What follows belongs to an exercise in optimizing a design on an open flow for small area, a short achievable clock period and few clock cycles per item; a production flow would make more cautious choices.
Function was checked by simulation only, so behaviour that the tests miss may differ from the original.

===== flow/config.mk =====
export PLATFORM = sky130hd
export DESIGN_NAME = loop_stage
export DESIGN_NICKNAME = loop_stage
export VERILOG_FILES = /design/flow/design.v
export SDC_FILE = /design/flow/constraint.sdc
export NUM_CORES = 4
export LEC_CHECK = 0
export CAP_MARGIN = 20
export CORE_MARGIN = 2
export CORE_UTILIZATION = 40
export SLEW_MARGIN = 20

===== flow/run.sh =====
#!/bin/bash
# synth_recipe.tcl (not shown) runs the flow's synth.tcl, then flattens the netlist and writes it again
# the make line also repeats each setting of config.mk as NAME=value (left out here)
make -C /OpenROAD-flow-scripts/flow DESIGN_CONFIG=/design/flow/config.mk WORK_HOME=/design/flow/orfs CLKGATE_MAP_FILE= SYNTH_SCRIPT=/design/flow/synth_recipe.tcl finish

===== flow/design.v =====
module fp32_round_pack (
    input  wire               sign,
    input  wire signed [11:0] e,
    input  wire [26:0]        m,
    output wire [31:0]        z
);
    wire        sub   = (e < 12'sd1);
    wire [11:0] shraw = 12'sd1 - e;
    wire [4:0]  sh    = (shraw > 12'd27) ? 5'd27 : shraw[4:0];
    wire [26:0] lost  = sub ? (m & ~(27'h7FF_FFFF << sh)) : 27'd0;
    wire [26:0] msh   = sub ? (m >> sh) : m;
    wire [26:0] mm    = {msh[26:1], msh[0] | (|lost)};
    wire [7:0]  ef    = sub ? 8'd0 : e[7:0];
    wire        big   = !sub && (e > 12'sd254);
    wire [30:0] word  = {ef, mm[25:3]};
    wire        lsb   = mm[3];
    wire        g     = mm[2];
    wire        rs    = mm[1] | mm[0];
    wire        up    = g & (rs | lsb);
    wire [30:0] wr    = word + {30'd0, up};
    wire        ovf   = big || (wr[30:23] == 8'hFF);
    assign z = ovf ? {sign, 8'hFF, 23'd0} : {sign, wr};
endmodule
module fp32_lzc28 (
    input  wire [27:0] x,
    output reg  [4:0]  n
);
    integer i;
    reg found;
    always @* begin
        n = 5'd28;
        found = 1'b0;
        for (i = 27; i >= 0; i = i - 1) begin
            if (!found && x[i]) begin
                n = 5'd27 - i[4:0];
                found = 1'b1;
            end
        end
    end
endmodule
module fp32_lzc48 (
    input  wire [47:0] x,
    output reg  [5:0]  n
);
    integer i;
    reg found;
    always @* begin
        n = 6'd48;
        found = 1'b0;
        for (i = 47; i >= 0; i = i - 1) begin
            if (!found && x[i]) begin
                n = 6'd47 - i[5:0];
                found = 1'b1;
            end
        end
    end
endmodule
module fp32_add (
    input  wire [31:0] a,
    input  wire [31:0] b,
    input  wire        sub,
    output wire [31:0] z
);
    wire       sa = a[31];
    wire       sb = b[31] ^ sub;
    wire [7:0] ea = a[30:23];
    wire [7:0] eb = b[30:23];
    wire       a_nan = (ea == 8'hFF) && (a[22:0] != 0);
    wire       b_nan = (eb == 8'hFF) && (b[22:0] != 0);
    wire       a_inf = (ea == 8'hFF) && (a[22:0] == 0);
    wire       b_inf = (eb == 8'hFF) && (b[22:0] == 0);
    wire       swap = (b[30:0] > a[30:0]);
    wire       sx = swap ? sb : sa;
    wire       sy = swap ? sa : sb;
    wire [7:0] ex = swap ? eb : ea;
    wire [7:0] ey = swap ? ea : eb;
    wire [22:0] fx = swap ? b[22:0] : a[22:0];
    wire [22:0] fy = swap ? a[22:0] : b[22:0];
    wire [7:0] exe = (ex == 0) ? 8'd1 : ex;
    wire [7:0] eye = (ey == 0) ? 8'd1 : ey;
    wire [23:0] mx = {ex != 0, fx};
    wire [23:0] my = {ey != 0, fy};
    wire [7:0]  d    = exe - eye;
    wire [4:0]  dsh  = (d > 8'd27) ? 5'd27 : d[4:0];
    wire [26:0] myx  = {my, 3'b000};
    wire [26:0] mys  = myx >> dsh;
    wire        myst = |(myx & ~(27'h7FF_FFFF << dsh));
    wire [26:0] myal = {mys[26:1], mys[0] | myst};
    wire [26:0] mxx  = {mx, 3'b000};
    wire        eff_sub = sx ^ sy;
    wire [27:0] s = eff_sub ? ({1'b0, mxx} - {1'b0, myal}) : ({1'b0, mxx} + {1'b0, myal});
    wire [4:0]  lz;
    fp32_lzc28 u_lz (.x(s), .n(lz));
    wire [27:0] sl = s << ((lz == 5'd0) ? 5'd0 : (lz - 5'd1));
    wire [26:0] m  = (lz == 5'd0) ? {s[27:2], s[1] | s[0]} : sl[26:0];
    wire signed [11:0] e = $signed({4'd0, exe}) + 12'sd1 - $signed({7'd0, lz});
    wire [31:0] rp;
    fp32_round_pack u_rp (.sign(sx), .e(e), .m(m), .z(rp));
    assign z = (a_nan || b_nan || (a_inf && b_inf && eff_sub)) ? 32'h7FC0_0000 :
               (a_inf || b_inf) ? {sx, 8'hFF, 23'd0} :
               (s == 28'd0) ? {sa & sb, 31'd0} :
               rp;
endmodule
module fp32_mul (
    input  wire [31:0] a,
    input  wire [31:0] b,
    output wire [31:0] z
);
    wire       sz = a[31] ^ b[31];
    wire [7:0] ea = a[30:23];
    wire [7:0] eb = b[30:23];
    wire       a_nan = (ea == 8'hFF) && (a[22:0] != 0);
    wire       b_nan = (eb == 8'hFF) && (b[22:0] != 0);
    wire       a_inf = (ea == 8'hFF) && (a[22:0] == 0);
    wire       b_inf = (eb == 8'hFF) && (b[22:0] == 0);
    wire       a_zero = (a[30:0] == 0);
    wire       b_zero = (b[30:0] == 0);
    wire [23:0] ma = {ea != 0, a[22:0]};
    wire [23:0] mb = {eb != 0, b[22:0]};
    wire [7:0] eae = (ea == 0) ? 8'd1 : ea;
    wire [7:0] ebe = (eb == 0) ? 8'd1 : eb;
    wire [47:0] p = ma * mb;
    wire [5:0]  lz;
    fp32_lzc48 u_lz (.x(p), .n(lz));
    wire [47:0] pn = p << lz;
    wire [26:0] m  = {pn[47:22], |pn[21:0]};
    wire signed [11:0] e = $signed({4'd0, eae}) + $signed({4'd0, ebe}) - 12'sd126
                           - $signed({6'd0, lz});
    wire [31:0] rp;
    fp32_round_pack u_rp (.sign(sz), .e(e), .m(m), .z(rp));
    assign z = (a_nan || b_nan || (a_inf && b_zero) || (b_inf && a_zero)) ? 32'h7FC0_0000 :
               (a_inf || b_inf) ? {sz, 8'hFF, 23'd0} :
               (a_zero || b_zero) ? {sz, 31'd0} :
               rp;
endmodule
module fp32_div (
    input  wire        clk,
    input  wire        rst,
    input  wire        start,
    input  wire [31:0] a,
    input  wire [31:0] b,
    output reg         done,
    output reg  [31:0] z
);
    wire       sz = a[31] ^ b[31];
    wire [7:0] ea = a[30:23];
    wire [7:0] eb = b[30:23];
    wire       a_nan = (ea == 8'hFF) && (a[22:0] != 0);
    wire       b_nan = (eb == 8'hFF) && (b[22:0] != 0);
    wire       a_inf = (ea == 8'hFF) && (a[22:0] == 0);
    wire       b_inf = (eb == 8'hFF) && (b[22:0] == 0);
    wire       a_zero = (a[30:0] == 0);
    wire       b_zero = (b[30:0] == 0);
    wire [23:0] ma = {ea != 0, a[22:0]};
    wire [23:0] mb = {eb != 0, b[22:0]};
    wire [7:0] eae = (ea == 0) ? 8'd1 : ea;
    wire [7:0] ebe = (eb == 0) ? 8'd1 : eb;
    wire [5:0] lza, lzb;
    fp32_lzc48 u_lza (.x({ma, 24'd0}), .n(lza));
    fp32_lzc48 u_lzb (.x({mb, 24'd0}), .n(lzb));
    wire [23:0] man = ma << lza;
    wire [23:0] mbn = mb << lzb;
    wire signed [11:0] eq = $signed({4'd0, eae}) - $signed({6'd0, lza})
                            - $signed({4'd0, ebe}) + $signed({6'd0, lzb}) + 12'sd127;
    reg         busy;
    reg  [4:0]  cnt;
    reg  [24:0] rem;
    reg  [23:0] dvs;
    reg  [26:0] q;
    reg  signed [11:0] eqr;
    reg         sgn;
    wire [25:0] rem_sub = {1'b0, rem} - {2'b00, dvs};
    wire        bit_q   = !rem_sub[25];
    wire [24:0] rem_nx  = bit_q ? rem_sub[24:0] : rem;
    wire [26:0] q_nx    = {q[25:0], bit_q};
    wire [26:0] qm  = q_nx[26] ? {q_nx[26:1], q_nx[0] | (rem_nx != 0)}
                               : {q_nx[25:0], (rem_nx != 0)};
    wire signed [11:0] qe = q_nx[26] ? eqr : (eqr - 12'sd1);
    wire [31:0] rp;
    fp32_round_pack u_rp (.sign(sgn), .e(qe), .m(qm), .z(rp));
    always @(posedge clk) begin
        if (rst) begin
            busy <= 1'b0;
            done <= 1'b0;
        end else begin
            done <= 1'b0;
            if (!busy) begin
                if (start) begin
                    if (a_nan || b_nan || (a_inf && b_inf) || (a_zero && b_zero)) begin
                        z    <= 32'h7FC0_0000;
                        done <= 1'b1;
                    end else if (a_inf || b_zero) begin
                        z    <= {sz, 8'hFF, 23'd0};
                        done <= 1'b1;
                    end else if (a_zero || b_inf) begin
                        z    <= {sz, 31'd0};
                        done <= 1'b1;
                    end else begin
                        busy <= 1'b1;
                        cnt  <= 5'd26;
                        rem  <= {1'b0, man};
                        dvs  <= mbn;
                        q    <= 27'd0;
                        eqr  <= eq;
                        sgn  <= sz;
                    end
                end
            end else begin
                rem <= {rem_nx[23:0], 1'b0};
                q   <= q_nx;
                cnt <= cnt - 5'd1;
                if (cnt == 5'd0) begin
                    busy <= 1'b0;
                    done <= 1'b1;
                    z    <= rp;
                end
            end
        end
    end
endmodule
module fp32_lt (
    input  wire [31:0] a,
    input  wire [31:0] b,
    output wire        lt
);
    wire a_nan = (a[30:23] == 8'hFF) && (a[22:0] != 0);
    wire b_nan = (b[30:23] == 8'hFF) && (b[22:0] != 0);
    wire both_zero = (a[30:0] == 0) && (b[30:0] == 0);
    wire mag_lt = a[30:0] < b[30:0];
    wire mag_gt = a[30:0] > b[30:0];
    wire ord = (a[31] != b[31]) ? a[31] :
               a[31] ? mag_gt : mag_lt;
    assign lt = !a_nan && !b_nan && !both_zero && ord;
endmodule
module loop_stage (
    input  wire        clk,
    input  wire        rst,
    input  wire        start,
    output wire        ready,
    output reg         done,
    input  wire        first,
    input  wire [31:0] y,
    input  wire [31:0] r,
    input  wire [31:0] f,
    input  wire [31:0] dt,
    input  wire [31:0] i_in,
    input  wire [31:0] dy_in,
    input  wire [31:0] y_prev,
    input  wire [31:0] kp,
    input  wire [31:0] ki,
    input  wire [31:0] kd,
    input  wire [31:0] kff,
    input  wire [31:0] tf,
    input  wire [31:0] i_min,
    input  wire [31:0] i_max,
    input  wire [31:0] u_lo,
    input  wire [31:0] u_hi,
    output reg  [31:0] u,
    output reg  [31:0] i_out,
    output reg  [31:0] dy_out
);
    localparam [4:0] S_IDLE  = 5'd0,
                     S_E     = 5'd1,
                     S_P     = 5'd2,
                     S_FF    = 5'd3,
                     S_FIRST = 5'd4,
                     S_T1    = 5'd5,
                     S_T2    = 5'd6,
                     S_T3    = 5'd7,
                     S_T4    = 5'd8,
                     S_DIVGO = 5'd9,
                     S_DIVW  = 5'd10,
                     S_T5    = 5'd11,
                     S_T6    = 5'd12,
                     S_T7    = 5'd13,
                     S_ICL   = 5'd14,
                     S_D     = 5'd15,
                     S_A1    = 5'd16,
                     S_A2    = 5'd17,
                     S_W     = 5'd18,
                     S_CHK   = 5'd19,
                     S_A2B   = 5'd20,
                     S_WB    = 5'd21,
                     S_OUT   = 5'd22,
                     S_DONE  = 5'd23;
    reg [4:0] state;
    reg        q_first;
    reg [31:0] q_y, q_r, q_f, q_dt, q_i, q_dy, q_yp;
    reg [31:0] q_kp, q_ki, q_kd, q_kff, q_tf, q_imin, q_imax, q_ulo, q_uhi;
    reg [31:0] v_e, v_p, v_ff, v_t, v_t2, v_dy, v_in, v_d, v_a1, v_a2, v_w;
    assign ready = (state == S_IDLE) || (state == S_DONE);
    reg  [31:0] add_a, add_b;
    reg         add_sub;
    wire [31:0] add_z;
    fp32_add u_add (.a(add_a), .b(add_b), .sub(add_sub), .z(add_z));
    always @* begin
        add_a = 32'd0;
        add_b = 32'd0;
        add_sub = 1'b0;
        case (state)
            S_E:   begin add_a = q_r;  add_b = q_y;  add_sub = 1'b1; end
            S_T2:  begin add_a = q_y;  add_b = q_yp; add_sub = 1'b1; end
            S_T3:  begin add_a = v_t;  add_b = v_t2; end
            S_T4:  begin add_a = q_tf; add_b = q_dt; end
            S_T7:  begin add_a = q_i;  add_b = v_t;  end
            S_A1:  begin add_a = v_ff; add_b = v_p;  end
            S_A2:  begin add_a = v_a1; add_b = v_in; end
            S_W:   begin add_a = v_a2; add_b = v_d;  end
            S_A2B: begin add_a = v_a1; add_b = v_in; end
            S_WB:  begin add_a = v_a2; add_b = v_d;  end
            default: ;
        endcase
    end
    reg  [31:0] mul_a, mul_b;
    wire [31:0] mul_z;
    fp32_mul u_mul (.a(mul_a), .b(mul_b), .z(mul_z));
    always @* begin
        mul_a = 32'd0;
        mul_b = 32'd0;
        case (state)
            S_P:  begin mul_a = q_kp;  mul_b = v_e;  end
            S_FF: begin mul_a = q_kff; mul_b = q_f;  end
            S_T1: begin mul_a = q_tf;  mul_b = q_dy; end
            S_T5: begin mul_a = q_ki;  mul_b = v_e;  end
            S_T6: begin mul_a = v_t;   mul_b = q_dt; end
            S_D:  begin mul_a = q_kd;  mul_b = v_dy; end
            default: ;
        endcase
    end
    wire        div_done;
    wire [31:0] div_z;
    fp32_div u_div (
        .clk(clk), .rst(rst), .start(state == S_DIVGO),
        .a(v_t), .b(v_t2), .done(div_done), .z(div_z)
    );
    reg  [31:0] cl_x, cl_lo, cl_hi;
    wire        cl_x_lt_lo, cl_hi_lt_m;
    wire [31:0] cl_m = cl_x_lt_lo ? cl_lo : cl_x;
    wire [31:0] cl_z = cl_hi_lt_m ? cl_hi : cl_m;
    fp32_lt u_lt0 (.a(cl_x), .b(cl_lo), .lt(cl_x_lt_lo));
    fp32_lt u_lt1 (.a(cl_hi), .b(cl_m), .lt(cl_hi_lt_m));
    always @* begin
        cl_x = v_w;
        cl_lo = q_ulo;
        cl_hi = q_uhi;
        case (state)
            S_FIRST, S_CHK: begin cl_x = q_i; cl_lo = q_imin; cl_hi = q_imax; end
            S_ICL:          begin cl_x = v_t; cl_lo = q_imin; cl_hi = q_imax; end
            default: ;
        endcase
    end
    wire uhi_lt_w, in_gt_i, w_lt_ulo, in_lt_i;
    fp32_lt u_lt2 (.a(q_uhi), .b(v_w),  .lt(uhi_lt_w));
    fp32_lt u_lt3 (.a(q_i),   .b(v_in), .lt(in_gt_i));
    fp32_lt u_lt4 (.a(v_w),   .b(q_ulo), .lt(w_lt_ulo));
    fp32_lt u_lt5 (.a(v_in),  .b(q_i),  .lt(in_lt_i));
    wire windup = (uhi_lt_w && in_gt_i) || (w_lt_ulo && in_lt_i);
    always @(posedge clk) begin
        if (rst) begin
            state <= S_IDLE;
            done  <= 1'b0;
        end else begin
            done <= 1'b0;
            case (state)
                S_IDLE, S_DONE: begin
                    if (start) begin
                        q_first <= first;
                        q_y    <= y;
                        q_r    <= r;
                        q_f    <= f;
                        q_dt   <= dt;
                        q_i    <= i_in;
                        q_dy   <= dy_in;
                        q_yp   <= y_prev;
                        q_kp   <= kp;
                        q_ki   <= ki;
                        q_kd   <= kd;
                        q_kff  <= kff;
                        q_tf   <= tf;
                        q_imin <= i_min;
                        q_imax <= i_max;
                        q_ulo  <= u_lo;
                        q_uhi  <= u_hi;
                        state  <= S_E;
                    end else begin
                        state <= S_IDLE;
                    end
                end
                S_E:  begin v_e  <= add_z; state <= S_P;  end
                S_P:  begin v_p  <= mul_z; state <= S_FF; end
                S_FF: begin v_ff <= mul_z; state <= q_first ? S_FIRST : S_T1; end
                S_FIRST: begin
                    v_dy  <= 32'd0;
                    v_in  <= cl_z;
                    state <= S_D;
                end
                S_T1: begin v_t  <= mul_z; state <= S_T2; end
                S_T2: begin v_t2 <= add_z; state <= S_T3; end
                S_T3: begin v_t  <= add_z; state <= S_T4; end
                S_T4: begin v_t2 <= add_z; state <= S_DIVGO; end
                S_DIVGO: state <= S_DIVW;
                S_DIVW: begin
                    if (div_done) begin
                        v_dy  <= div_z;
                        state <= S_T5;
                    end
                end
                S_T5: begin v_t  <= mul_z; state <= S_T6; end
                S_T6: begin v_t  <= mul_z; state <= S_T7; end
                S_T7: begin v_t  <= add_z; state <= S_ICL; end
                S_ICL: begin v_in <= cl_z; state <= S_D; end
                S_D:  begin v_d  <= {~mul_z[31], mul_z[30:0]}; state <= S_A1; end
                S_A1: begin v_a1 <= add_z; state <= S_A2; end
                S_A2: begin v_a2 <= add_z; state <= S_W;  end
                S_W:  begin v_w  <= add_z; state <= S_CHK; end
                S_CHK: begin
                    if (windup) begin
                        v_in  <= cl_z;
                        state <= S_A2B;
                    end else begin
                        state <= S_OUT;
                    end
                end
                S_A2B: begin v_a2 <= add_z; state <= S_WB; end
                S_WB:  begin v_w  <= add_z; state <= S_OUT; end
                S_OUT: begin
                    u      <= cl_z;
                    i_out  <= v_in;
                    dy_out <= v_dy;
                    done   <= 1'b1;
                    state  <= S_DONE;
                end
                default: state <= S_IDLE;
            endcase
        end
    end
endmodule

===== flow/constraint.sdc =====
create_clock -name core_clock -period 20.0 [get_ports {clk}]
set_input_delay 4.0000 -clock core_clock [delete_from_list [all_inputs] [get_ports {clk}]]
set_output_delay 4.0000 -clock core_clock [all_outputs]
set_load 0.01 [all_outputs]

==> run summary <==
cell usage after synthesis (160+ instances only):
cell type,instances
nor3_1,241
nand3_1,299
nor2_1,839
a22oi_1,241
fa_1,496
edfxtp_1,1086
a21oi_1,562
mux2i_1,339
ha_1,495
inv_1,952
o21ai_0,437
nand4_1,160
clkbuf_1,467
nand2_1,1236
area by class of cell:
class	instances	area, sq um
clock inverters	93	1150
clock buffers	136	3080
flip-flops and latches	1094	32800
repair buffers	2060	17600
multi-input cells	7983	59400
fillers	22800	121000
well taps	3202	4010
inverters	966	3630
diodes	29	72.6
through the flow:
step	cell area [sq um]	TNS [ns]	instances	hold slack [ns]
4_1_cts	121000	0	15500	0.458
3_3_place_gp	117000	-9.66	15300	0.433
2_1_floorplan	97500	-380.73	10700	0.425
3_5_place_dp	117000	0	15300	0.443
6_report	122000	0	15600	0.461
5_1_grt	122000	-0.0486	15500	0.475
worst max path at each step:
| stage | from | end | slack (ns) | depth (start not counted) |
|---|---|---|---|---|
| final | state[2]$_SDFFE_PP0P_ | v_a2[3]$_DFFE_PP_ | 0.82 | 87 |
| after global routing | state[2]$_SDFFE_PP0P_ | v_e[10]$_DFFE_PP_ | -0.02 | 88 |
| after CTS | state[2]$_SDFFE_PP0P_ | v_w[10]$_DFFE_PP_ | 0.02 | 90 |
| after detailed placement | state[2]$_SDFFE_PP0P_ | v_a1[17]$_DFFE_PP_ | 0.01 | 86 |
| after global placement | state[2]$_SDFFE_PP0P_ | v_e[0]$_DFFE_PP_ | -1.21 | 87 |
| after floorplan | start | q_dt[0]$_DFFE_PP_ | -0.74 | 1 |
layer usage:
layer	share of wire, %	GRT usage (%)	vias to the layer above
li1	-	-	42400
met1	38	51.2	49500
met2	44	63.7	6845
met3	11	9.82	1438
met4	8.1	27.8	22
met5	0.028	0	-
what timing repair did:
| item | in CTS | in global routing |
|---|---|---|
| setup endpoints to repair | 14 | 279 |
| hold endpoints to repair | 0 | 0 |
| pin swaps | 0 | 27 |
| gates resized for setup | 2 | 127 |
| cloned | 0 | 3 |
| setup buffers | 0 | 9 |
cells by family (layout without fill, tap and decap cells):
kind of cell,Yosys count,after routing,share of synthesized area (%)
AO/OA/AOI/OAI,2750,2750,19.7
XOR/XNOR,232,232,2.10
adder cells (fa/ha/maj),994,994,16.6
buffers and inverters,1594,3255,6.36
flip-flops,1094,1094,33.6
multiplexers,382,382,4.02
other,0,29,0
AND/OR/NAND/NOR,3624,3625,17.7
==> summary.md <==
| Metric | Value |
|---|---|
| Core area | 0.243 sq mm |
| Delay of the slowest critical-path stage | 0.52 ns |
| Worst-path fanout max | 29 |
| Fin. Hold Viols | 0 |
| Slew HR | 18.1% |
| Port Buffer Count | 613 |
| Most used cell, CP | buf_4 |
| Worst r2r path cells | 87 |
| Ports | 614 |
| Post-layout min period | 19.18 ns |
| DRC viols | 0 |
| Mapped Nets | 12200 |
| Crit path buf inv count | 21 |
| Final setup margin | 0.815 ns |
| Largest net degree at the start of global routing | 165 |
| DP HPWL | 429000 microns |
| Synth Register Bits | 1094 |
| Count of different cell masters after synthesis | 128 |
| Slew Viols, Final | 0 |
| WS Path Type | register to register |
| FF-to-FF setup slack | 0.82 ns |
| Die span in y | 498 microns |
| Status | finished clean |
| First-pass GRT wire length | 735000 microns |
| Most common cell after layout, fill and taps aside | buf_4 |
| Die area | 0.248 sq mm |
| Post-Syn Area per Cell | 9.14 sq um |
| Clk sinks | 1094 |
| Slowest cell on crit path | a211oi_1 |
| Final nets | 13700 |
| Commonest non-fill, non-tap cells in the layout | 1395 x buf_4, 1236 x nand2_1, 1086 x edfxtp_1 |
| Main synth FF type | edfxtp_1 |
| Fin util | 50.2% |
| Final GP Congestion | 1.08 |
| Via count | 100000 |
| Hold WC Path Type | register to register |
| Pre-CTS setup slack | 0.0132 ns |
| CTS tree | done |
| Clk buf depth | 3 |
| Initial antenna violation count | 44 |
| Cells after synthesis | 10700 |
| # setup viols final | 0 |
| Number of synthesized flops with an enable pin | 1086 |
| Max-cap violations | 0 |
| DR vias/cell | 6.44 |
| Area grow syn2layout | 24.9% |
| Worst path required time | 20.55 ns |
| Crit path max-delay family | compound AO/OA/AOI/OAI gates |
| Startpoint Class | register |
| Reg2reg start | state[2]$_SDFFE_PP0P_ |
| Hold Crit Start | v_dy[11]$_SDFFCE_PN0P_ |
| First-pass DRT Iterations | 14 |
| Synth area leader | edfxtp_1 |
| WHS Endpoint | dy_out[11]$_DFFE_PP_ |
| Total track usage | 41.2% |
| Synth warn | 4 |
| Hold depth | 0 |
| CTS root buffer | clkbuf_16 |
| Max Fclk | 52.1 MHz |
| Area of the mapped netlist | 0.0975 sq mm |
| Iter 0 DRT Violations | 13900 |
| Ranking of synthesized cells by area | edfxtp_1 33%, fa_1 10%, ha_1 6.4%, nand2_1 4.8%, inv_1 3.7% |
| Final Skew | 0.0730 ns |
| Chip width | 498 microns |
| Antenna Violating Nets Remaining | 0 |
| Tcrit/Tclk final | 95.9% |
| Pin slew with the least headroom to its limit | 1.22 ns |
| Worst Setup End Kind | register |
| Worst Path Arrival | 19.74 ns |
| RR Endpoint | v_a2[3]$_DFFE_PP_ |
| Clock latency (worst-skew pair) | 0.84 ns |
| TritonCTS buffer count | 120 |
| Cts-stage hold buffer count | 0 |
| DR WL/cell | 34.0 microns |
| Fraction of registers with async set or reset after synthesis | 0% |
| Htree depth | 3 |
| Std-Cell Rows | 181 |
| Top-area cell type share of the netlist area | 33.5% |
| Initial Utilization | 40.2% |
| Seq/Total Area, Yosys | 33.6% |
| Vias in the first global route | 96900 |
| Reg clk slew, reported paths | 0.06 ns |
| Detailed-route wire length | 529000 microns |
| Grt ovf | 0 |
| Share of layout cells above drive strength 1 | 16.1% |
Testbench counts, summed over its fixed seeds: cycles 70,462, items 1,600.

-- re-timing with driven ports --
The flow's constraints put no driver on any port. The routed layout listed below was extracted and timed again, unchanged, in two steps.
Step 1 sets driving cells, clkbuf_16 on the clock port and buf_2 on the other inputs (assumed; they add their load-dependent delay and slew).
Step 2, shift: input delay + t, output delay - t, t = (earliest + latest rising clock arrival at the registers) / 2. This alone moves slack from input paths to output paths.
Slacks: no drivers / after step 1 / after step 2; pairs: no drivers / after step 1.
t, ns: 0.912
slack for setup (ns): 0.815 / 0.815 / 0.815
slew at the worst register clock pin (ns): 0.07 / 0.07
After both steps this run still meets setup and hold. The setup slack of this run moves by 0.000 ns with the drivers and by 0.000 ns with both steps.
